Background: an optimization exercise with open tools, aiming at small area and a short achievable clock period. Do not read the settings as production practice.
The RTL was checked by simulation tests, not by an equivalence proof against the original design. The flow treats the clock pin as an ideal source, which a real chip does not have.

## flow/design.v (module list and top-level ports; edited modules follow where they fit)
// module ecc_codec: 1029 lines
module ecc_codec (
    input  wire        clk,
    input  wire        rst,
    input  wire        in_valid,
    input  wire        in_decode,
    input  wire [1:0]  in_code,
    input  wire [63:0] in_data,
    input  wire [14:0] in_chk,
    output wire        out_valid,
    output wire [63:0] out_data,
    output wire [14:0] out_chk,
    output wire [1:0]  out_status
);
  // ...
==> flow/flow/run.sh <==
#!/bin/bash
# Own layout flow: the standard layout (standard.sh, unchanged synthesis and
# steps) with these changes:
#  - the port buffers that global placement puts on every input and output are
#    sky130_fd_sc_hd__buf_1 cells instead of ORFS's default choice;
#  - clock tree synthesis clusters up to 32 flip-flops under each leaf buffer
#    (clkbuf_16) and inserts no dummy loads;
#  - timing repair aims for 9.45 ns of setup slack (a 3.55 ns period) instead of 0.
# Each tool's full output is kept: ORFS writes its per-step logs under
# orfs/logs/, and this script keeps the make output in standard.log.
set -euo pipefail
cd "$(dirname "$0")/.."
export BUFFER_PORTS_ARGS="-buffer_cell sky130_fd_sc_hd__buf_1"
export CTS_ARGS="-sink_clustering_enable -repair_clock_nets -sink_clustering_size 32 -sink_clustering_max_diameter 80 -buf_list sky130_fd_sc_hd__clkbuf_16 -dont_use_dummy_load"
export SETUP_SLACK_MARGIN=9.45
bash standard.sh > standard.log 2>&1
==> flow/standard.sh <==
#!/bin/bash
# synth_recipe.tcl (not shown) runs the flow's synth.tcl, then flattens the netlist and writes it again
# the make line also repeats each setting of config.mk as NAME=value (left out here)
make -C /OpenROAD-flow-scripts/flow DESIGN_CONFIG=/design/flow/config.mk WORK_HOME=/design/flow/orfs CLKGATE_MAP_FILE= SYNTH_SCRIPT=/design/flow/synth_recipe.tcl "${@:-finish}"
==> flow/config.mk <==
export PLATFORM = sky130hd
export DESIGN_NAME = ecc_codec
export DESIGN_NICKNAME = ecc_codec
export VERILOG_FILES = /design/flow/design.v
export SDC_FILE = /design/flow/constraint.sdc
export NUM_CORES = 4
export LEC_CHECK = 0
export CAP_MARGIN = 20
export CORE_MARGIN = 2
export CORE_UTILIZATION = 55
export PLACE_DENSITY = 0.7
export SLEW_MARGIN = 20
==> flow/constraint.sdc <==
create_clock -name core_clock -period 13.0 [get_ports {clk}]
set_input_delay 2.6000 -clock core_clock [delete_from_list [all_inputs] [get_ports {clk}]]
set_output_delay 2.6000 -clock core_clock [all_outputs]
set_load 0.01 [all_outputs]
==> metrics.md, run 1 <==
| Metric | Value |
|---|---|
| Capturing point of the worst reg2reg path | `res_chk_q5[1]$_DFF_P_` |
| Clock latency on the worst-skew pair | `0.58 ns` |
| Global placement routability congestion | `1.01` |
| Cell types with the highest counts after synthesis | `dfxtp_1 (469), xnor2_1 (452), nand2_1 (221)` |
| TritonRoute pass-1 iters | `6` |
| Detailed route wirelength on metal3 | `4.64 mm` |
| Path depth of the worst reg2reg path | `12` |
| CP Data Arrival Time | `1.06 ns` |
| Mean Syn Cell Area | `9.49 sq um` |
| Met1 WL | `27.5 mm` |
| Clock root buffer master | `clkbuf_16` |
| # diodes | `0` |
| Number of slew-limit violations in the final report | `0` |
| Die H | `198 microns` |
| Share of final-layout standard cells stronger than drive strength 1 | `10.8%` |
| Compound-Gate Fraction of Synth Area | `9.91%` |
| Final non-clock buffer share | `5.13%` |
| Share of synthesized cell area in full adder, half adder and majority cells | `0.847%` |
| Final worst path period share | `28.1%` |
| Global route hottest layer | `met2` |
| Number of instances in the placed design | `2,700` |
| Xor and xnor fraction of the mapped netlist area | `27.0%` |
| Number of flops mapped to enable cells by yosys | `0` |
| Standard cell with the maximum stage delay on the critical path | `dfxtp_2` |
| Setup-failing EPs final | `0` |
| Storage cell area | `9480 sq um` |
| Number of global-route vias before repair | `14,500` |
| Tap Cells | `474` |
| Setup TNS | `0 ns` |
| Cell group occupying the most layout area | `multi-input gates` |
| Global-route wire length before repair | `92.7 mm` |
| Endpoint of the worst setup timing path | `out_data[50]` |
| MaxCap Viol Count | `0` |
| Cell with the most instances after synthesis | `dfxtp_1` |
| Routed wire per std cell | `23.2 microns` |
| Area Growth Syn to Fin | `10.3%` |
| Worst-Margin Slew | `0.979 ns` |
| Top cells by area, synth | `dfxtp_1 (45%), xnor2_1 (19%), xor2_1 (6.5%), nand2_1 (4.0%), nor2_1 (2.8%)` |
| Status | `finished clean` |
==> run 2: changes to the inputs <==
--- a/flow/design.v
+++ b/flow/design.v
@@ -827,18 +827,107 @@
     end
     wire [7:0] sl_x = {s3z_q4, x2_q4};    
     function inr(input [6:0] x);
         inr = (x == 7'd1) | (x == 7'd2) | (x == 7'd3) | (x == 7'd4) | (x == 7'd5) | (x == 7'd6) | (x == 7'd8) | (x == 7'd9) | (x == 7'd10) | (x == 7'd11) | (x == 7'd12) | (x == 7'd16) | (x == 7'd18) | (x == 7'd20) | (x == 7'd22) | (x == 7'd24) | (x == 7'd25) | (x == 7'd27) | (x == 7'd29) | (x == 7'd31) | (x == 7'd32) | (x == 7'd35) | (x == 7'd36) | (x == 7'd37) | (x == 7'd39) | (x == 7'd40) | (x == 7'd41) | (x == 7'd43) | (x == 7'd44) | (x == 7'd45) | (x == 7'd47) | (x == 7'd48) | (x == 7'd50) | (x == 7'd51) | (x == 7'd53) | (x == 7'd54) | (x == 7'd55) | (x == 7'd57) | (x == 7'd58) | (x == 7'd61) | (x == 7'd62) | (x == 7'd64) | (x == 7'd65) | (x == 7'd69) | (x == 7'd70) | (x == 7'd72) | (x == 7'd73) | (x == 7'd74) | (x == 7'd75) | (x == 7'd80) | (x == 7'd81) | (x == 7'd82) | (x == 7'd83) | (x == 7'd85) | (x == 7'd86) | (x == 7'd87) | (x == 7'd88) | (x == 7'd90) | (x == 7'd93) | (x == 7'd94) | (x == 7'd95) | (x == 7'd96) | (x == 7'd97) | (x == 7'd100) | (x == 7'd102) | (x == 7'd106) | (x == 7'd107) | (x == 7'd108) | (x == 7'd109) | (x == 7'd110) | (x == 7'd111) | (x == 7'd113) | (x == 7'd114) | (x == 7'd115) | (x == 7'd116) | (x == 7'd122) | (x == 7'd124) | (x == 7'd125);
     endfunction
     function lcol(input [7:0] s);
         lcol = (s == 8'd1) | (s == 8'd2) | (s == 8'd4) | (s == 8'd7) | (s == 8'd8) | (s == 8'd11) | (s == 8'd13) | (s == 8'd14) | (s == 8'd16) | (s == 8'd19) | (s == 8'd21) | (s == 8'd22) | (s == 8'd25) | (s == 8'd26) | (s == 8'd28) | (s == 8'd31) | (s == 8'd32) | (s == 8'd35) | (s == 8'd37) | (s == 8'd38) | (s == 8'd41) | (s == 8'd42) | (s == 8'd44) | (s == 8'd47) | (s == 8'd49) | (s == 8'd50) | (s == 8'd52) | (s == 8'd55) | (s == 8'd56) | (s == 8'd59) | (s == 8'd61) | (s == 8'd62) | (s == 8'd64) | (s == 8'd67) | (s == 8'd69) | (s == 8'd70) | (s == 8'd73) | (s == 8'd74) | (s == 8'd76) | (s == 8'd79) | (s == 8'd81) | (s == 8'd82) | (s == 8'd84) | (s == 8'd87) | (s == 8'd88) | (s == 8'd97) | (s == 8'd98) | (s == 8'd100) | (s == 8'd104) | (s == 8'd112) | (s == 8'd128) | (s == 8'd131) | (s == 8'd133) | (s == 8'd134) | (s == 8'd137) | (s == 8'd138) | (s == 8'd140) | (s == 8'd145) | (s == 8'd146) | (s == 8'd148) | (s == 8'd152) | (s == 8'd161) | (s == 8'd162) | (s == 8'd164) | (s == 8'd168) | (s == 8'd176) | (s == 8'd193) | (s == 8'd194) | (s == 8'd196) | (s == 8'd200) | (s == 8'd208) | (s == 8'd224);
     endfunction
-    wire inr1 = inr(x1_q4);
-    wire inr2 = inr(x2_q4);
+    wire inr1, inr2, l_col;
+    wire inr1n_9 = ~x1_q4[2] & ~x1_q4[1];
+    wire inr1n_10 = x1_q4[3] & inr1n_9;
+    wire inr1n_11 = ~x1_q4[6] & ~inr1n_10;
+    wire inr1n_12 = ~x1_q4[3] & x1_q4[0];
+    wire inr1n_13 = ~x1_q4[5] & ~x1_q4[1];
+    wire inr1n_14 = ~inr1n_12 & ~inr1n_13;
+    wire inr1n_15 = ~x1_q4[4] & ~x1_q4[3];
+    wire inr1n_16 = ~x1_q4[1] & ~inr1n_15;
+    wire inr1n_17 = inr1n_14 & inr1n_16;
+    wire inr1n_18 = x1_q4[1] & inr1n_15;
+    wire inr1n_19 = x1_q4[3] & x1_q4[0];
+    wire inr1n_20 = x1_q4[4] & inr1n_19;
+    wire inr1n_21 = ~x1_q4[2] & ~inr1n_20;
+    wire inr1n_22 = ~inr1n_18 & inr1n_21;
+    wire inr1n_23 = ~inr1n_17 & inr1n_22;
+    wire inr1n_24 = ~x1_q4[5] & x1_q4[0];
+    wire inr1n_25 = ~inr1n_14 & ~inr1n_24;
+    wire inr1n_26 = x1_q4[5] & x1_q4[1];
+    wire inr1n_27 = x1_q4[4] & inr1n_26;
+    wire inr1n_28 = x1_q4[2] & ~inr1n_27;
+    wire inr1n_29 = ~inr1n_25 & inr1n_28;
+    wire inr1n_30 = ~inr1n_23 & ~inr1n_29;
+    wire inr1n_31 = ~inr1n_11 & ~inr1n_30;
+    wire inr1n_32 = x1_q4[5] & ~inr1n_9;
+    wire inr1n_33 = ~x1_q4[3] & ~inr1n_32;
+    wire inr1n_34 = x1_q4[4] & ~inr1n_33;
+    wire inr1n_35 = ~x1_q4[5] & ~x1_q4[4];
+    wire inr1n_36 = inr1n_9 & inr1n_35;
+    wire inr1n_37 = ~inr1n_26 & ~inr1n_36;
+    wire inr1n_38 = ~inr1n_34 & inr1n_37;
+    wire inr1n_39 = ~x1_q4[0] & ~inr1n_27;
+    wire inr1n_40 = ~inr1n_38 & inr1n_39;
+    wire inr1n_41 = x1_q4[0] & ~inr1n_35;
+    wire inr1n_42 = inr1n_33 & inr1n_41;
+    wire inr1n_43 = inr1n_19 & inr1n_27;
+    wire inr1n_44 = ~x1_q4[6] & ~inr1n_43;
+    wire inr1n_45 = ~inr1n_42 & inr1n_44;
+    wire inr1n_46 = ~inr1n_40 & inr1n_45;
+    wire inr1n_47 = ~inr1n_31 & ~inr1n_46;
+    wire inr1n_48 = ~x1_q4[1] & ~inr1n_19;
+    wire inr1n_49 = ~x1_q4[3] & ~x1_q4[0];
+    wire inr1n_50 = x1_q4[2] & inr1n_35;
+    wire inr1n_51 = ~inr1n_49 & inr1n_50;
+    wire inr1n_52 = ~inr1n_48 & inr1n_51;
+    assign inr1 = ~inr1n_47 & ~inr1n_52;
+    wire inr2n_9 = ~x2_q4[2] & ~x2_q4[1];
+    wire inr2n_10 = x2_q4[3] & inr2n_9;
+    wire inr2n_11 = ~x2_q4[6] & ~inr2n_10;
+    wire inr2n_12 = ~x2_q4[3] & x2_q4[0];
+    wire inr2n_13 = ~x2_q4[5] & ~x2_q4[1];
+    wire inr2n_14 = ~inr2n_12 & ~inr2n_13;
+    wire inr2n_15 = ~x2_q4[4] & ~x2_q4[3];
+    wire inr2n_16 = ~x2_q4[1] & ~inr2n_15;
+    wire inr2n_17 = inr2n_14 & inr2n_16;
+    wire inr2n_18 = x2_q4[1] & inr2n_15;
+    wire inr2n_19 = x2_q4[3] & x2_q4[0];
+    wire inr2n_20 = x2_q4[4] & inr2n_19;
+    wire inr2n_21 = ~x2_q4[2] & ~inr2n_20;
+    wire inr2n_22 = ~inr2n_18 & inr2n_21;
+    wire inr2n_23 = ~inr2n_17 & inr2n_22;
+    wire inr2n_24 = ~x2_q4[5] & x2_q4[0];
+    wire inr2n_25 = ~inr2n_14 & ~inr2n_24;
+    wire inr2n_26 = x2_q4[5] & x2_q4[1];
+    wire inr2n_27 = x2_q4[4] & inr2n_26;
+    wire inr2n_28 = x2_q4[2] & ~inr2n_27;
+    wire inr2n_29 = ~inr2n_25 & inr2n_28;
+    wire inr2n_30 = ~inr2n_23 & ~inr2n_29;
+    wire inr2n_31 = ~inr2n_11 & ~inr2n_30;
+    wire inr2n_32 = x2_q4[5] & ~inr2n_9;
+    wire inr2n_33 = ~x2_q4[3] & ~inr2n_32;
+    wire inr2n_34 = x2_q4[4] & ~inr2n_33;
+    wire inr2n_35 = ~x2_q4[5] & ~x2_q4[4];
+    wire inr2n_36 = inr2n_9 & inr2n_35;
+    wire inr2n_37 = ~inr2n_26 & ~inr2n_36;
+    wire inr2n_38 = ~inr2n_34 & inr2n_37;
+    wire inr2n_39 = ~x2_q4[0] & ~inr2n_27;
+    wire inr2n_40 = ~inr2n_38 & inr2n_39;
+    wire inr2n_41 = x2_q4[0] & ~inr2n_35;
+    wire inr2n_42 = inr2n_33 & inr2n_41;
+    wire inr2n_43 = inr2n_19 & inr2n_27;
+    wire inr2n_44 = ~x2_q4[6] & ~inr2n_43;
+    wire inr2n_45 = ~inr2n_42 & inr2n_44;
+    wire inr2n_46 = ~inr2n_40 & inr2n_45;
+    wire inr2n_47 = ~inr2n_31 & ~inr2n_46;
+    wire inr2n_48 = ~x2_q4[1] & ~inr2n_19;
+    wire inr2n_49 = ~x2_q4[3] & ~x2_q4[0];
+    wire inr2n_50 = x2_q4[2] & inr2n_35;
+    wire inr2n_51 = ~inr2n_49 & inr2n_50;
+    wire inr2n_52 = ~inr2n_48 & inr2n_51;
+    assign inr2 = ~inr2n_47 & ~inr2n_52;
     wire x1z  = (x1_q4 == 7'd0);
     wire bch_ok = ~s1z_q4 & tr0_q4 & inr2 & (x1z | (inr1 & ~par_s_q4));
     wire en_s   = ds_q4 & bch_ok;
     wire st_s_clean = s1z_q4 & s3z_q4 & ~par_s_q4;
     wire st_s_corr  = bch_ok | (s1z_q4 & s3z_q4 & par_s_q4);
     wire flip_p     = ds_q4 & ((s1z_q4 & s3z_q4 & par_s_q4) | (bch_ok & x1z & ~par_s_q4));
     wire [7:0]  h1, h2;
     wire [15:0] l1, l2, hl, ll;
@@ -1003,17 +1092,51 @@
     assign fl[65] = hl[0] & ll[2];
     assign fl[66] = hl[0] & ll[4];
     assign fl[67] = hl[0] & ll[8];
     assign fl[68] = hl[1] & ll[0];
     assign fl[69] = hl[2] & ll[0];
     assign fl[70] = hl[4] & ll[0];
     assign fl[71] = hl[8] & ll[0];
     wire l_zero = (sl_x == 8'd0);
-    wire l_col  = lcol(sl_x);
+    wire lcoln_10 = ~sl_x[5] & ~sl_x[2];
+    wire lcoln_11 = sl_x[5] & sl_x[2];
+    wire lcoln_12 = ~lcoln_10 & ~lcoln_11;
+    wire lcoln_13 = ~sl_x[4] & ~sl_x[3];
+    wire lcoln_14 = sl_x[4] & sl_x[3];
+    wire lcoln_15 = ~lcoln_13 & ~lcoln_14;
+    wire lcoln_16 = ~lcoln_12 & ~lcoln_15;
+    wire lcoln_17 = ~lcoln_10 & ~lcoln_13;
+    wire lcoln_18 = ~lcoln_11 & ~lcoln_14;
+    wire lcoln_19 = ~sl_x[6] & ~lcoln_18;
+    wire lcoln_20 = lcoln_17 & ~lcoln_19;
+    wire lcoln_21 = ~lcoln_16 & ~lcoln_20;
+    wire lcoln_22 = sl_x[5] & sl_x[0];
+    wire lcoln_23 = lcoln_18 & ~lcoln_22;
+    wire lcoln_24 = ~sl_x[0] & ~lcoln_17;
+    wire lcoln_25 = ~lcoln_23 & ~lcoln_24;
+    wire lcoln_26 = ~sl_x[7] & ~sl_x[6];
+    wire lcoln_27 = sl_x[7] & sl_x[6];
+    wire lcoln_28 = ~lcoln_26 & ~lcoln_27;
+    wire lcoln_29 = ~lcoln_25 & lcoln_28;
+    wire lcoln_30 = ~lcoln_21 & ~lcoln_29;
+    wire lcoln_31 = lcoln_21 & lcoln_28;
+    wire lcoln_32 = ~lcoln_30 & ~lcoln_31;
+    wire lcoln_33 = sl_x[7] & sl_x[1];
+    wire lcoln_34 = ~lcoln_16 & lcoln_33;
+    wire lcoln_35 = sl_x[1] & ~sl_x[0];
+    wire lcoln_36 = ~sl_x[1] & sl_x[0];
+    wire lcoln_37 = ~lcoln_35 & ~lcoln_36;
+    wire lcoln_38 = ~lcoln_34 & lcoln_37;
+    wire lcoln_39 = lcoln_32 & lcoln_38;
+    wire lcoln_40 = ~lcoln_17 & lcoln_18;
+    wire lcoln_41 = ~lcoln_26 & ~lcoln_40;
+    wire lcoln_42 = ~lcoln_37 & ~lcoln_41;
+    wire lcoln_43 = ~lcoln_32 & lcoln_42;
+    assign l_col = lcoln_39 | lcoln_43;
     wire [63:0] res_data = d_q4 ^ fs[77:14] ^ fl[63:0];
     wire [14:0] res_chk = chk0_q4 ^ {flip_p, fs[13:0]} ^ {7'd0, fl[71:64]};
     wire [1:0] res_st = poi_q4 ? 2'd3 : dl_q4 ? (l_zero ? 2'd0 : l_col ? 2'd1 : 2'd2) : ds_q4 ? (st_s_clean ? 2'd0 : st_s_corr ? 2'd1 : 2'd2) : 2'd0;
     reg v5;
     always @(posedge clk) v5 <= rst ? 1'b0 : v4;
     reg [63:0] res_data_q5;
     reg [14:0] res_chk_q5;
     reg [1:0] res_st_q5;
==> flow/flow/run.sh (replaced) <==
#!/bin/bash
# Own layout flow: the standard layout (standard.sh, unchanged synthesis and
# steps) with these changes:
#  - the port buffers that global placement puts on every input and output are
#    sky130_fd_sc_hd__buf_1 cells instead of ORFS's default choice;
#  - clock tree synthesis clusters up to 24 flip-flops under each leaf buffer
#    (clkbuf_16) and inserts no dummy loads;
#  - timing repair aims for 9.3 ns of setup slack (a 3.7 ns period) instead of 0.
# Each tool's full output is kept: ORFS writes its per-step logs under
# orfs/logs/, and this script keeps the make output in standard.log.
set -euo pipefail
cd "$(dirname "$0")/.."
export BUFFER_PORTS_ARGS="-buffer_cell sky130_fd_sc_hd__buf_1"
export CTS_ARGS="-sink_clustering_enable -repair_clock_nets -sink_clustering_size 24 -sink_clustering_max_diameter 100 -buf_list sky130_fd_sc_hd__clkbuf_16 -dont_use_dummy_load"
export SETUP_SLACK_MARGIN=9.3
bash standard.sh > standard.log 2>&1
==> flow/config.mk (replaced) <==
export PLATFORM = sky130hd
export DESIGN_NAME = ecc_codec
export DESIGN_NICKNAME = ecc_codec
export VERILOG_FILES = /design/flow/design.v
export SDC_FILE = /design/flow/constraint.sdc
export NUM_CORES = 4
export LEC_CHECK = 0
export CAP_MARGIN = 20
export CORE_MARGIN = 2
export CORE_UTILIZATION = 65
export PLACE_DENSITY = 0.8
export SLEW_MARGIN = 20
==> metrics.md, run 2 <==
| Metric | Value |
|---|---|
| Status | `finished clean` |
| Leading area contributor after synthesis | `dfxtp_1` |
| Total count of hold-check failures in the final report | `0` |
| Setup clock skew after layout | `0.0430 ns` |
| Setup repair after global routing missed its margin | `true` |
| Area of the mapped netlist | `20,400 sq um` |
| Setup-failing EPs final | `0 (unchanged)` |
| Via total after detailed routing | `15,200` |
| Area Growth Syn to Fin | `7.12%` |
| Remaining design rule violation count | `0` |
| Cell family with most CP delay | `flip-flops` |
| Core area | `30,700 sq um` |
| Standard cell with the maximum stage delay on the critical path | `dfxtp_1` |
| Congestion Overflow GR | `0` |
| Most used cells in the layout excluding fill and tap cells | `dfxtp_1 (457), xnor2_1 (456), buf_1 (161), nor2_1 (151), nand2_1 (137)` |
| Relative max-transition margin | `34.3%` |
| Cell count after synthesis | `2,064` |
| X dimension of the die | `181 microns` |
| Final worst path period share | `28.3% (+0.17 points)` |
| I/O Buffers | `166` |
| Critical Path Source Type | `flop` |
| Share of synthesized cell area in full adder, half adder and majority cells | `1.64% (+0.80 points)` |
| Clock root buffer master | `clkbuf_16` |
| CP Data Arrival Time | `1.08 ns (+0.02 ns)` |
| Number of antenna violations at the first check in global routing | `0` |
| Vias per cell | `5.98` |
| Predominant post-synthesis flop cell | `dfxtp_1` |
| Clock tree buffer depth | `3` |
| Maximum number of pins on one net before global-route repair | `40` |
| Final HPWL from detailed placement | `43.4 mm` |
| Global-route wire length before repair | `86.2 mm (-7.0%)` |
| Number of flops mapped to enable cells by yosys | `0 (unchanged)` |
| Buf/Inv on CP | `1` |
| Number of nets in the final layout | `2,262` |
| Die H | `181 microns (-8.5%)` |
| Worst min-delay path category | `reg2reg` |
| Post-synthesis async set-or-reset flop share | `0%` |
| Iteration-0 DRC Markers | `2,029` |
| Detailed-route wire length | `57.7 mm` |
| Total global-route track usage | `34.2%` |
| Total cell area at the placement stage | `21,100 sq um` |
| Clock slew at the register clock pins of the worst setup and hold paths | `0.09 ns` |
| Inserted Clock Buffers | `23` |
| Cell types with the highest counts after synthesis | `dfxtp_1 (469), xnor2_1 (467), nor2_1 (152)` |
| TritonRoute pass-1 iters | `6 (unchanged)` |
| FP Rows | `64` |
| Biggest fanout along the worst timing path | `1` |
| Final worst hold slack | `0.307 ns` |
| Global placement routability congestion | `1.07 (+5.7%)` |
| Share of the yosys chip area belonging to registers | `46.0%` |
| Critical path, cell by cell | `buf_1` |
| Utilization after layout | `71.1%` |
| Compound-Gate Fraction of Synth Area | `9.87% (-0.044 points)` |
| Leading cell type in the layout, fill and taps excluded | `dfxtp_1` |
| Final critical delay including setup and external delays | `3.68 ns` |
| Worst-Margin Slew | `0.984 ns (+0.00535 ns)` |
| Critical setup path kind | `reg2out` |
| MaxCap Viol Count | `0 (unchanged)` |
| Post-route ant nets | `0` |
| Cell with the most instances after synthesis | `dfxtp_1` |
| Syn Nets | `2,175` |
| Clock tree from TritonCTS | `built` |
| Cts hold-fix bufs | `0` |
| Count of pins on the block boundary | `167` |
| Dominant combinational cell family by area after synthesis | `XOR/XNOR gates` |
| Number of slew-limit violations in the final report | `0 (unchanged)` |
| Clock latency on the worst-skew pair | `0.55 ns (-0.03 ns)` |
| Warnings, synthesis | `1` |
| Initial core utilization | `66.4%` |
| Number of global-route vias before repair | `14,400 (-1.1%)` |
| Xor and xnor fraction of the mapped netlist area | `27.7% (+0.68 points)` |
| Total of flip-flops plus latches after synthesis | `469` |
| Largest stage delay on the critical path | `0.37 ns` |
| Post-CTS repair timing setup buffer count | `0` |
| Simple-gate portion of the synthesized area | `10.9%` |
| H-tree lvl count | `1` |
| Setup TNS | `0 ns (unchanged)` |
| Share of final-layout standard cells stronger than drive strength 1 | `4.05% (-6.8 points)` |
| Die ar. | `32,800 sq um` |
| Mean Syn Cell Area | `9.89 sq um (+4.2%)` |
| Routed wire per std cell | `22.7 microns (-2.1%)` |
| Finished layout cell area | `21,900 sq um` |
| F_max | `0.272 GHz` |
| Area share of the largest cell type after synthesis | `46.0%` |
| Number of distinct library cells after synthesis | `75` |
| Element type at the critical path end | `output pin` |
| Mux contribution to synthesized area | `1.09%` |
| Top cells by area, synth | `dfxtp_1 (46%), xnor2_1 (20%), xor2_1 (5.5%), nor2_1 (2.8%), nand2_1 (2.5%)` |
| Clock sink total | `469` |
| Worst endpoint required time | `10.40 ns` |
| # diodes | `0 (unchanged)` |
==> run 2: worst paths after layout <==
kind	depth (start not counted)	endpoint	slack (ns)	startpoint
max	1	out_chk[2]	9.32	res_chk_q5[2]$_DFF_P_
min	0	chk0_q4[1]$_DFF_P_	0.31	chk0_q3[1]$_DFF_P_
min reg2reg	0	chk0_q4[1]$_DFF_P_	0.31	chk0_q3[1]$_DFF_P_
max reg2reg	11	x2_q4[4]$_DFF_P_	9.32	s3_q3[4]$_DFF_P_
==> run 2: timing repair <==
action,4_1_cts,5_1_grt
gates cloned,0,0
setup endpoints to repair,22,39
gates resized for setup,13,27
==> run 2: kinds of logic after synthesis <==
family / count (synthesis)
AO/OA/AOI/OAI: 317
XOR/XNOR: 615
adder cells (fa/ha/maj): 27
buffers and inverters: 138
flip-flops: 469
multiplexers: 21
AND/OR/NAND/NOR: 477
==> run 2: area by class of cell <==
cell class	instances	area (sq um)
Fill cell	2298	8890
Sequential cell	469	9400
Inverter	29	113
Clock buffer	23	576
Timing Repair Buffer	171	667
Multi-Input combinational cell	1457	10600
Tap cell	396	495
==> run 2: through the flow <==
stage | cells | worst slack [ns]
floorplan | 2064 | 9.83
global placement | 2522 | 8.74
detailed placement | 2522 | 8.59
CTS | 2545 | 9.21
global route | 2545 | 9.13
finish | 2545 | 9.32
==> run 2: metal layers <==
metal,track usage [%],wire length [microns],up-vias
li1,-,-,7027
met2,55.0,25900,984
met3,4.72,5160,182
met4,14.7,2900,0
met1,46.3,23700,7023
met5,0,0,-
==> run 3: changes to the inputs <==
--- a/flow/config.mk
+++ b/flow/config.mk
@@ -9,4 +9,4 @@
 export CORE_MARGIN = 2
-export CORE_UTILIZATION = 65
-export PLACE_DENSITY = 0.8
+export CORE_UTILIZATION = 55
+export PLACE_DENSITY = 0.7
 export SLEW_MARGIN = 20
==> metrics.md, run 3 <==
| Metric | Value |
|---|---|
| # diodes | `0 (unchanged)` |
| Area Growth Syn to Fin | `8.71%` |
| Critical Path Source Type | `flop` |
| H-tree lvl count | `1 (unchanged)` |
| Number of global-route vias before repair | `13,600 (-5.4%)` |
| Biggest fanout along the worst timing path | `1 (unchanged)` |
| Initial core utilization | `55.7% (-11 points)` |
| Endpoint of the worst setup timing path | `out_data[23]` |
| Post-route ant nets | `0 (unchanged)` |
| Slack of the worst reg-to-reg path | `9.40 ns (+0.08 ns)` |
| Setup-failing EPs final | `0 (unchanged)` |
| Inserted Clock Buffers | `24 (+4.3%)` |
| Global placement routability congestion | `1.00 (-5.9%)` |
| Worst min-delay path category | `reg2reg` |
| Cell family with most CP delay | `flip-flops` |
| Die H | `197 microns (+8.5%)` |
| Path depth of the worst reg2reg path | `11 (unchanged)` |
| Largest stage delay on the critical path | `0.35 ns (-0.02 ns)` |
| Setup TNS | `0 ns (unchanged)` |
| Final worst hold slack | `0.281 ns (-0.0262 ns)` |
| TritonRoute pass-1 iters | `6 (unchanged)` |
| Clock tree from TritonCTS | `built` |
| Cell with the most instances after synthesis | `dfxtp_1` |
| Origin of the critical flop-to-flop path | `s3_q3[6]$_DFF_P_` |
| Fill cell count | `3,209 (+40%)` |
| Cell types with the highest counts after synthesis | `dfxtp_1 (469), xnor2_1 (467), nor2_1 (152)` |
| Storage cell area | `9410 sq um (about the same)` |
| Clock sink total | `469 (unchanged)` |
| Leading area contributor after synthesis | `dfxtp_1` |
| X dimension of the die | `197 microns (+8.5%)` |
| Standard cell with the maximum stage delay on the critical path | `dfxtp_1` |
| Crit path depth | `1 (unchanged)` |
| Area share of the largest cell type after synthesis | `46.0% (unchanged)` |
| Share of final-layout standard cells stronger than drive strength 1 | `5.44% (+1.4 points)` |
| Element type at the critical path end | `output pin` |
| Setup clock skew after layout | `0.0678 ns (+0.0248 ns)` |
| Number of nets in the final layout | `2,282 (+0.88%)` |
| Final worst path period share | `28.1% (-0.16 points)` |
| Final non-filler cell total | `2,637 (+3.6%)` |
| Post-synthesis async set-or-reset flop share | `0% (unchanged)` |
| Final HPWL from detailed placement | `44.4 mm (+2.4%)` |
| Post-place setup slack | `8.57 ns (-0.0208 ns)` |
| Count of pins on the block boundary | `167 (unchanged)` |
| Global-route wire length before repair | `86.0 mm (-0.25%)` |
| Total of flip-flops plus latches after synthesis | `469 (unchanged)` |
| Met3 usage in global routing | `3.11% (-1.6 points)` |
| Met1 Use GR | `43.0% (-3.2 points)` |
| Clock slew at the register clock pins of the worst setup and hold paths | `0.09 ns (about the same)` |
| Maximum number of pins on one net before global-route repair | `40 (unchanged)` |
| Mean Syn Cell Area | `9.89 sq um (unchanged)` |
| Most used cells in the layout excluding fill and tap cells | `dfxtp_1 (456), xnor2_1 (455), buf_1 (156), nor2_1 (151), nand2_1 (137)` |
| Clock root buffer master | `clkbuf_16` |
| GR Layer Usage met2 | `46.5% (-8.5 points)` |
| Vias per cell | `5.66 (-5.3%)` |
| Total count of hold-check failures in the final report | `0 (unchanged)` |
| Share of the yosys chip area belonging to registers | `46.0% (unchanged)` |
| F_max | `0.273 GHz (+0.57%)` |
| MaxCap Viol Count | `0 (unchanged)` |
| Die ar. | `38,700 sq um (+18%)` |
| Global route hottest layer | `met2` |
| Area occupied by multi-input gates | `10,700 sq um (+0.64%)` |
| CP Data Arrival Time | `1.06 ns (-0.02 ns)` |
| Relative max-transition margin | `33.5% (-0.83 points)` |
| Clock latency on the worst-skew pair | `0.56 ns (about the same)` |
| Number of distinct library cells after synthesis | `75 (unchanged)` |
| Number of slew-limit violations in the final report | `0 (unchanged)` |
| Leading cell type in the layout, fill and taps excluded | `dfxtp_1` |
| Predominant post-synthesis flop cell | `dfxtp_1` |
| Number of instances in the placed design | `2,595 (+2.9%)` |
| Critical path, cell by cell | `buf_2` |
| Number of antenna violations at the first check in global routing | `0 (unchanged)` |
| Buf/Inv on CP | `1 (unchanged)` |
| CP Launch Point | `res_data_q5[23]$_DFF_P_` |
| Core area | `36,600 sq um (+19%)` |
| Final critical delay including setup and external delays | `3.66 ns (-0.0207 ns)` |
| Capturing point of the worst reg2reg path | `x2_q4[4]$_DFF_P_` |
| Cell count after synthesis | `2,064 (unchanged)` |
| Number of flops mapped to enable cells by yosys | `0 (unchanged)` |
| Setup repair after global routing missed its margin | `false` |
| I/O Buffers | `166 (unchanged)` |
| Critical setup path kind | `reg2out` |
| Congestion Overflow GR | `0 (unchanged)` |
| Worst min-delay path startpoint | `d_q2[52]$_DFF_P_` |
| Iteration-0 DRC Markers | `1,751 (-14%)` |
| Remaining design rule violation count | `0 (unchanged)` |
| Warnings, synthesis | `1 (unchanged)` |
| Syn Nets | `2,175 (unchanged)` |
| Status | `finished clean` |
| Fin worst setup slack | `9.34 ns (+0.0207 ns)` |
| Worst-Margin Slew | `0.996 ns (+0.0125 ns)` |
| Via total after detailed routing | `14,900 (-1.9%)` |
| Total global-route track usage | `29.4% (-4.8 points)` |
| Clock tree buffer depth | `3 (unchanged)` |
| FP Rows | `70 (+9.4%)` |
| Area of the mapped netlist | `20,400 sq um (unchanged)` |
| Detailed-route wire length | `58.5 mm (+1.4%)` |
| Worst endpoint required time | `10.40 ns (about the same)` |
| Routed wire per std cell | `22.2 microns (-2.1%)` |
| Top cells by area, synth | `dfxtp_1 (46%), xnor2_1 (20%), xor2_1 (5.5%), nor2_1 (2.8%), nand2_1 (2.5%)` |
==> run 3: final cells by class <==
cell class | count | area share, %
Clock buffer | 24 | 2.71
Inverter | 29 | 0.508
Multi-Input combinational cell | 1458 | 48.1
Sequential cell | 469 | 42.4
Tap cell | 468 | 2.64
Timing Repair Buffer | 189 | 3.64
==> run 3: per-stage QoR <==
stage | cell area [sq um] | utilization (%)
2_1_floorplan | 20400 | -
6_report | 22200 | 60.6
5_1_grt | 22200 | 60.6
3_5_place_dp | 21200 | 57.9
3_3_place_gp | 21200 | 57.9
4_1_cts | 21900 | 59.8
==> run 3: what timing repair did <==
action	4_1_cts	5_1_grt
hold buffers	0	0
buffers inserted	0	17
gates cloned	0	1
pin swaps	0	5
setup endpoints to repair	23	31
resized for setup	18	36
==> run 3: kinds of logic after synthesis <==
group	Yosys count	share of synthesized area [%]
xor+xnor	615	27.7
simple gates	477	10.9
flops	469	46.0
compound gates	317	9.87
buf+inv	138	2.86
fa+ha+maj	27	1.64
mux	21	1.09
==> run 3: worst min-delay path by stage <==
stage	endpoint	slack (ns)	cells past startpoint
after floorplan	chk0_q3[0]$_DFF_P_	0.31	0
after global routing	d_q3[52]$_DFF_P_	0.28	0
after global placement	d_q3[38]$_DFF_P_	0.31	0
after CTS	d_q3[52]$_DFF_P_	0.27	0
after detailed placement	chk0_q3[7]$_DFF_P_	0.31	0
final	d_q3[52]$_DFF_P_	0.28	0
==> run 3: routing by layer <==
| layer | vias up | share of wire (%) | routed length, microns |
|---|---|---|---|
| met5 | - | 0 | 0 |
| met4 | 0 | 2.6 | 1530 |
| met3 | 96 | 7.1 | 4130 |
| met2 | 728 | 45 | 26200 |
| met1 | 7030 | 46 | 26700 |
| li1 | 7071 | - | - |
==> run 4: changes to the inputs <==
--- a/flow/flow/run.sh
+++ b/flow/flow/run.sh
@@ -7,3 +7,3 @@
 #    (clkbuf_16) and inserts no dummy loads;
-#  - timing repair aims for 9.3 ns of setup slack (a 3.7 ns period) instead of 0.
+#  - timing repair aims for 9.4 ns of setup slack (a 3.6 ns period) instead of 0.
 # Each tool's full output is kept: ORFS writes its per-step logs under
@@ -14,3 +14,3 @@
 export CTS_ARGS="-sink_clustering_enable -repair_clock_nets -sink_clustering_size 24 -sink_clustering_max_diameter 100 -buf_list sky130_fd_sc_hd__clkbuf_16 -dont_use_dummy_load"
-export SETUP_SLACK_MARGIN=9.3
+export SETUP_SLACK_MARGIN=9.4
 bash standard.sh > standard.log 2>&1
==> metrics.md, run 4 <==
| Metric | Value |
|---|---|
| Status | `finished clean` |
| Area share of the largest cell type after synthesis | `46.0% (unchanged)` |
| Largest stage delay on the critical path | `0.37 ns (+0.02 ns)` |
| Final HPWL from detailed placement | `44.4 mm (unchanged)` |
| Most used cells in the layout excluding fill and tap cells | `xnor2_1 (451), dfxtp_1 (430), nor2_1 (151), nand2_1 (137), xor2_1 (123)` |
| MaxCap Viol Count | `0 (unchanged)` |
| Die ar. | `38,700 sq um (unchanged)` |
| Worst min-delay path category | `reg2reg` |
| Standard cell with the maximum stage delay on the critical path | `dfxtp_2` |
| Clock tree buffer depth | `3 (unchanged)` |
| Clock tree from TritonCTS | `built` |
| Number of antenna violations at the first check in global routing | `0 (unchanged)` |
| H-tree lvl count | `1 (unchanged)` |
| I/O Buffers | `166 (unchanged)` |
| Utilization after layout | `61.4% (+0.84 points)` |
| Worst endpoint required time | `10.40 ns (about the same)` |
| Buf/Inv on CP | `1 (unchanged)` |
| Number of slew-limit violations in the final report | `0 (unchanged)` |
| Warnings, synthesis | `1 (unchanged)` |
| Leading cell type in the layout, fill and taps excluded | `xnor2_1` |
| Syn Nets | `2,175 (unchanged)` |
| CP Data Arrival Time | `1.04 ns (-0.02 ns)` |
| Share of the yosys chip area belonging to registers | `46.0% (unchanged)` |
| Die H | `197 microns (unchanged)` |
| Clock root buffer master | `clkbuf_16` |
| Cell types with the highest counts after synthesis | `dfxtp_1 (469), xnor2_1 (467), nor2_1 (152)` |
| Critical Path Source Type | `flop` |
| Congestion Overflow GR | `0 (unchanged)` |
| Clock sink total | `469 (unchanged)` |
| Iteration-0 DRC Markers | `1,692 (-3.4%)` |
| Number of distinct library cells after synthesis | `75 (unchanged)` |
| Total of flip-flops plus latches after synthesis | `469 (unchanged)` |
| TritonRoute pass-1 iters | `6 (unchanged)` |
| Mean Syn Cell Area | `9.89 sq um (unchanged)` |
| Initial core utilization | `55.7% (unchanged)` |
| Relative max-transition margin | `33.1% (-0.33 points)` |
| Via total after detailed routing | `14,900 (-0.17%)` |
| Path depth of the worst reg2reg path | `12 (+1)` |
| Number of cells on the worst hold path | `0 (unchanged)` |
| Clock slew at the register clock pins of the worst setup and hold paths | `0.09 ns (about the same)` |
| X dimension of the die | `197 microns (unchanged)` |
| Post-route ant nets | `0 (unchanged)` |
| Leading area contributor after synthesis | `dfxtp_1` |
| Cell with the most instances after synthesis | `dfxtp_1` |
| Setup TNS | `0 ns (unchanged)` |
| Clock latency on the worst-skew pair | `0.57 ns (about the same)` |
| Number of global-route vias before repair | `13,600 (+0.081%)` |
| Global-route wire length before repair | `86.0 mm (about the same)` |
| Cell family with most CP delay | `flip-flops` |
| Vias per cell | `5.65 (about the same)` |
| Number of flops mapped to enable cells by yosys | `0 (unchanged)` |
| Total count of hold-check failures in the final report | `0 (unchanged)` |
| Worst-Margin Slew | `1.00 ns (+0.00497 ns)` |
| Area Growth Syn to Fin | `10.2%` |
| Total global-route track usage | `29.4% (about the same)` |
| Global placement routability congestion | `1.00 (unchanged)` |
| Count of pins on the block boundary | `167 (unchanged)` |
| Final worst path period share | `28.0% (-0.13 points)` |
| Setup repair after global routing missed its margin | `true` |
| # diodes | `0 (unchanged)` |
| Element type at the critical path end | `output pin` |
| Final critical delay including setup and external delays | `3.64 ns (-0.0164 ns)` |
| Core area | `36,600 sq um (unchanged)` |
| Routed wire per std cell | `22.3 microns (+0.32%)` |
| Predominant post-synthesis flop cell | `dfxtp_1` |
| Detailed-route wire length | `58.6 mm (+0.24%)` |
| Remaining design rule violation count | `0 (unchanged)` |
| Top cells by area, synth | `dfxtp_1 (46%), xnor2_1 (20%), xor2_1 (5.5%), nor2_1 (2.8%), nand2_1 (2.5%)` |
| Setup-failing EPs final | `0 (unchanged)` |
| Critical path, cell by cell | `buf_6` |
| Setup clock skew after layout | `0.0686 ns (+0.000811 ns)` |
| Critical setup path kind | `reg2out` |
| Finished layout cell area | `22,500 sq um (+1.4%)` |
| Area of the mapped netlist | `20,400 sq um (unchanged)` |
| Biggest fanout along the worst timing path | `1 (unchanged)` |
| Post-synthesis async set-or-reset flop share | `0% (unchanged)` |
| Crit path depth | `1 (unchanged)` |
| FP Rows | `70 (unchanged)` |
| Cell count after synthesis | `2,064 (unchanged)` |
| F_max | `0.275 GHz (+0.45%)` |
| Fill cell count | `3,151 (-1.8%)` |
| Number of nets in the final layout | `2,280 (-0.088%)` |
| Inserted Clock Buffers | `24 (unchanged)` |
| Total cell area at the placement stage | `21,200 sq um (unchanged)` |
| Share of final-layout standard cells stronger than drive strength 1 | `10.2% (+4.8 points)` |
| Maximum number of pins on one net before global-route repair | `40 (unchanged)` |
## run 4: per-stage QoR
stage	std cells	setup WS (ns)	hold slack [ns]
finish	2635	9.36	0.280
global route	2635	9.33	0.280
CTS	2619	9.34	0.271
detailed placement	2595	8.57	0.312
global placement	2595	8.69	0.311
floorplan	2064	9.83	0.310
## run 4: final timing paths
kind	startpoint	endpoint	slack (ns)
worst min register to register	d_q2[52]$_DFF_P_	d_q3[52]$_DFF_P_	0.28
worst max register to register	s3_q3[6]$_DFF_P_	x2_q4[0]$_DFF_P_	9.51
worst max-delay path	res_data_q5[1]$_DFF_P_	out_data[1]	9.36
worst min-delay path	d_q2[52]$_DFF_P_	d_q3[52]$_DFF_P_	0.28
## run 4: cell families after synthesis
kind of cell	count (synthesis)	synth area share [%]
buf+inv	138	2.86
compound gates	317	9.87
simple gates	477	10.9
fa+ha+maj	27	1.64
mux	21	1.09
xor+xnor	615	27.7
flops	469	46.0
## run 4: cell type report
type	instances	area, sq um	share of cell area (%)
multi-input cells	1458	10700	47.6
flip-flops and latches	469	9440	42.0
repair buffers	187	1040	4.62
clock buffers	24	601	2.67
well taps	468	586	2.60
inverters	29	114	0.506
## run 4: what timing repair did
action	4_1_cts	5_1_grt
resized for setup	135	48
buffers inserted	0	15
hold buffers	0	0
pin swaps	0	9
gates cloned	0	1
endpoints found under the setup margin	111	113
## run 4: layer usage
| layer | wire length (microns) | GRT usage, % |
|---|---|---|
| met5 | 0 | 0 |
| met4 | 1740 | 7.46 |
| met3 | 4020 | 3.27 |
| met2 | 26000 | 46.5 |
| met1 | 26900 | 43.1 |
==> run 5: changes to the inputs <==
==> flow/flow/run.sh (replaced) <==
#!/bin/bash
# Own layout flow: the standard layout (standard.sh, unchanged synthesis and
# steps) with these changes:
#  - the port buffers that global placement puts on every input and output are
#    sky130_fd_sc_hd__buf_1 cells instead of ORFS's default choice;
#  - clock tree synthesis clusters up to 36 flip-flops under each leaf buffer
#    (clkbuf_16) and inserts no dummy loads;
#  - timing repair aims for 9.3 ns of setup slack (a 3.7 ns period) instead of 0.
# Each tool's full output is kept: ORFS writes its per-step logs under
# orfs/logs/, and this script keeps the make output in standard.log.
set -euo pipefail
cd "$(dirname "$0")/.."
export BUFFER_PORTS_ARGS="-buffer_cell sky130_fd_sc_hd__buf_1"
export CTS_ARGS="-sink_clustering_enable -repair_clock_nets -sink_clustering_size 36 -sink_clustering_max_diameter 100 -buf_list sky130_fd_sc_hd__clkbuf_16 -dont_use_dummy_load"
export SETUP_SLACK_MARGIN=9.3
bash standard.sh > standard.log 2>&1
==> metrics.md, run 5 <==
| Metric | Value |
|---|---|
| Worst endpoint required time | `10.40 ns (about the same)` |
| Detailed-route wire length | `58.0 mm (-1.1%)` |
| Critical path, cell by cell | `buf_2` |
| Number of nets in the final layout | `2,269 (-0.48%)` |
| Origin of the critical flop-to-flop path | `in_data_q1[47]$_DFF_P_` |
| Clock tree buffer depth | `3 (unchanged)` |
| Clock latency on the worst-skew pair | `0.56 ns (about the same)` |
| TritonRoute pass-1 iters | `6 (unchanged)` |
| Mux contribution to synthesized area | `1.09% (unchanged)` |
| Critical setup path kind | `reg2out` |
| Crit path depth | `1 (unchanged)` |
| Cell family with most CP delay | `flip-flops` |
| H-tree lvl count | `1 (unchanged)` |
| Maximum number of pins on one net before global-route repair | `40 (unchanged)` |
| Number of distinct library cells after synthesis | `75 (unchanged)` |
| Fill cell count | `3,228 (+2.4%)` |
| Remaining design rule violation count | `0 (unchanged)` |
| Area share of the largest cell type after synthesis | `46.0% (unchanged)` |
| Endpoint of the worst setup timing path | `out_data[1]` |
| Clock slew at the register clock pins of the worst setup and hold paths | `0.12 ns (+0.03 ns)` |
| Initial core utilization | `55.7% (unchanged)` |
| Worst-Margin Slew | `0.978 ns (-0.0231 ns)` |
| Number of slew-limit violations in the final report | `0 (unchanged)` |
| Global placement routability congestion | `1.00 (unchanged)` |
| Cts hold-fix bufs | `0 (unchanged)` |
| Predominant post-synthesis flop cell | `dfxtp_1` |
| Congestion Overflow GR | `0 (unchanged)` |
| Setup-failing EPs final | `0 (unchanged)` |
| Dominant combinational cell family by area after synthesis | `XOR/XNOR gates` |
| Number of instances in the placed design | `2,595 (unchanged)` |
| Warnings, synthesis | `1 (unchanged)` |
| Number of antenna violations at the first check in global routing | `0 (unchanged)` |
| Die H | `197 microns (unchanged)` |
| Setup repair after global routing missed its margin | `true` |
| Element type at the critical path end | `output pin` |
| Critical Path Source Type | `flop` |
| Count of pins on the block boundary | `167 (unchanged)` |
| Compound-Gate Fraction of Synth Area | `9.87% (unchanged)` |
| X dimension of the die | `197 microns (unchanged)` |
| Cell count after synthesis | `2,064 (unchanged)` |
| F_max | `0.274 GHz (-0.21%)` |
| Total global-route track usage | `29.3% (-0.17 points)` |
| Standard cell with the maximum stage delay on the critical path | `dfxtp_2` |
| Syn Nets | `2,175 (unchanged)` |
| Largest stage delay on the critical path | `0.36 ns (about the same)` |
| Biggest fanout along the worst timing path | `1 (unchanged)` |
| Inserted Clock Buffers | `18 (-25%)` |
| Clock tree from TritonCTS | `built` |
| # diodes | `0 (unchanged)` |
| Final non-filler cell total | `2,624 (-0.42%)` |
| Final worst path period share | `28.1% (+0.058 points)` |
| Via total after detailed routing | `14,700 (-1.3%)` |
| Worst min-delay path category | `reg2reg` |
| Mean Syn Cell Area | `9.89 sq um (unchanged)` |
| Most used cells in the layout excluding fill and tap cells | `xnor2_1 (458), dfxtp_1 (452), nor2_1 (151), buf_1 (150), nand2_1 (137)` |
| Final HPWL from detailed placement | `44.4 mm (unchanged)` |
| Cell with the most instances after synthesis | `dfxtp_1` |
| Xor and xnor fraction of the mapped netlist area | `27.7% (unchanged)` |
| Share of the yosys chip area belonging to registers | `46.0% (unchanged)` |
| Final worst hold slack | `0.292 ns (+0.0113 ns)` |
| Relative max-transition margin | `34.7% (+1.5 points)` |
| Leading area contributor after synthesis | `dfxtp_1` |
| Share of synthesized cell area in full adder, half adder and majority cells | `1.64% (unchanged)` |
| Total count of hold-check failures in the final report | `0 (unchanged)` |
| Area Growth Syn to Fin | `7.61%` |
| Vias per cell | `5.60 (-0.92%)` |
| Utilization after layout | `60.0% (-1.5 points)` |
| Post-route ant nets | `0 (unchanged)` |
| I/O Buffers | `166 (unchanged)` |
| FP Rows | `70 (unchanged)` |
| Clock root buffer master | `clkbuf_16` |
| Simple-gate portion of the synthesized area | `10.9% (unchanged)` |
| Status | `finished clean` |
| Setup TNS | `0 ns (unchanged)` |
| Path depth of the worst reg2reg path | `9 (-3)` |
| Top cells by area, synth | `dfxtp_1 (46%), xnor2_1 (20%), xor2_1 (5.5%), nor2_1 (2.8%), nand2_1 (2.5%)` |
| Total of flip-flops plus latches after synthesis | `469 (unchanged)` |
| Leading cell type in the layout, fill and taps excluded | `xnor2_1` |
| Area of the mapped netlist | `20,400 sq um (unchanged)` |
| Global-route wire length before repair | `85.4 mm (-0.67%)` |
| Number of global-route vias before repair | `13,500 (-0.90%)` |
| CP Data Arrival Time | `1.05 ns (about the same)` |
| MaxCap Viol Count | `0 (unchanged)` |
| Die ar. | `38,700 sq um (unchanged)` |
| Core area | `36,600 sq um (unchanged)` |
| Buf/Inv on CP | `1 (unchanged)` |
| Setup clock skew after layout | `0.0789 ns (+0.0103 ns)` |
| Share of final-layout standard cells stronger than drive strength 1 | `5.10% (-5.1 points)` |
| Clock sink total | `469 (unchanged)` |
| CP Launch Point | `res_data_q5[1]$_DFF_P_` |
| Cell types with the highest counts after synthesis | `dfxtp_1 (469), xnor2_1 (467), nor2_1 (152)` |
| Capturing point of the worst reg2reg path | `s3_q2[3]$_DFF_P_` |
| Routed wire per std cell | `22.1 microns (-0.68%)` |
| Post-synthesis async set-or-reset flop share | `0% (unchanged)` |
| Iteration-0 DRC Markers | `1,866 (+10%)` |
| Slack of the worst reg-to-reg path | `9.37 ns (-0.14 ns)` |
| Final critical delay including setup and external delays | `3.65 ns (+0.00750 ns)` |
| Number of flops mapped to enable cells by yosys | `0 (unchanged)` |
==> run 5: what timing repair did <==
| action | 4_1_cts | 5_1_grt |
|---|---|---|
| pin swaps | 0 | 4 |
| endpoints found under the setup margin | 26 | 36 |
| cloned | 0 | 1 |
| buffers inserted | 0 | 10 |
| gates resized for setup | 22 | 38 |
==> run 5: worst min-delay path by stage <==
stage                                  start                  to  slack (ns)  depth (start not counted)
final                       d_q3[21]$_DFF_P_    d_q4[21]$_DFF_P_        0.29                          0
after global routing        d_q3[21]$_DFF_P_    d_q4[21]$_DFF_P_        0.30                          0
after CTS                   d_q3[21]$_DFF_P_    d_q4[21]$_DFF_P_        0.28                          0
after detailed placement  chk0_q2[7]$_DFF_P_  chk0_q3[7]$_DFF_P_        0.31                          0
after global placement      d_q2[38]$_DFF_P_    d_q3[38]$_DFF_P_        0.31                          0
after floorplan           chk0_q2[0]$_DFF_P_  chk0_q3[0]$_DFF_P_        0.31                          0
==> run 5: kinds of logic (layout without fill, tap and decap cells) <==
family          after synthesis  count (layout)
xor+xnor                    615             616
simple gates                477             477
flops                       469             469
compound gates              317             317
buf+inv                     138             229
fa+ha+maj                    27              27
mux                          21              21
==> run 5: cell type report <==
type	instances	area, sq um	share of cell area (%)
clock buffer	18	450	2.05
inverter	29	113	0.513
multi-input combinational	1458	10600	48.4
sequential	469	9420	42.9
tap	468	586	2.67
timing repair buffer	182	763	3.48
==> run 5: metal layers <==
metal	global-route usage, %	part of all wire [%]
met5	0	0
met1	43.1	46
met3	3.08	7.0
met4	7.80	2.7
met2	45.9	44
==> run 5: metrics by stage <==
| stage | cell area (sq um) | worst slack [ns] |
|---|---|---|
| 3_5_place_dp | 21200 | 8.57 |
| 3_3_place_gp | 21200 | 8.69 |
| 4_1_cts | 21700 | 9.23 |
| 5_1_grt | 22000 | 9.23 |
| 2_1_floorplan | 20400 | 9.83 |
| 6_report | 22000 | 9.35 |

-- port drivers added, routing unchanged --
No port has a modelled driver above. Below, the same layouts with a new extraction and two added sets of constraints.
Step 1 sets driving cells, clkbuf_16 on the clock port and buf_2 on the other inputs (assumed; they add their load-dependent delay and slew).
Step 2, shift: input delay + t, output delay - t, t = (earliest + latest rising clock arrival at the registers) / 2. This alone moves slack from input paths to output paths.
a / b / c = ideal / step 1 / step 2; a / b = the first two.
run | t, ns | setup WS [ns] | latest minus earliest clock arrival (ns)
run 1 | 0.589 | 9.343 / 9.293 / 9.473 | 0.073 / 0.074
run 2 | 0.577 | 9.321 / 9.275 / 9.324 | 0.048 / 0.049
run 3 | 0.584 | 9.342 / 9.291 / 9.402 | 0.072 / 0.072
run 4 | 0.590 | 9.358 / 9.302 / 9.510 | 0.076 / 0.076
run 5 | 0.579 | 9.351 / 9.295 / 9.366 | 0.083 / 0.083
After both steps every run listed still meets setup and hold.
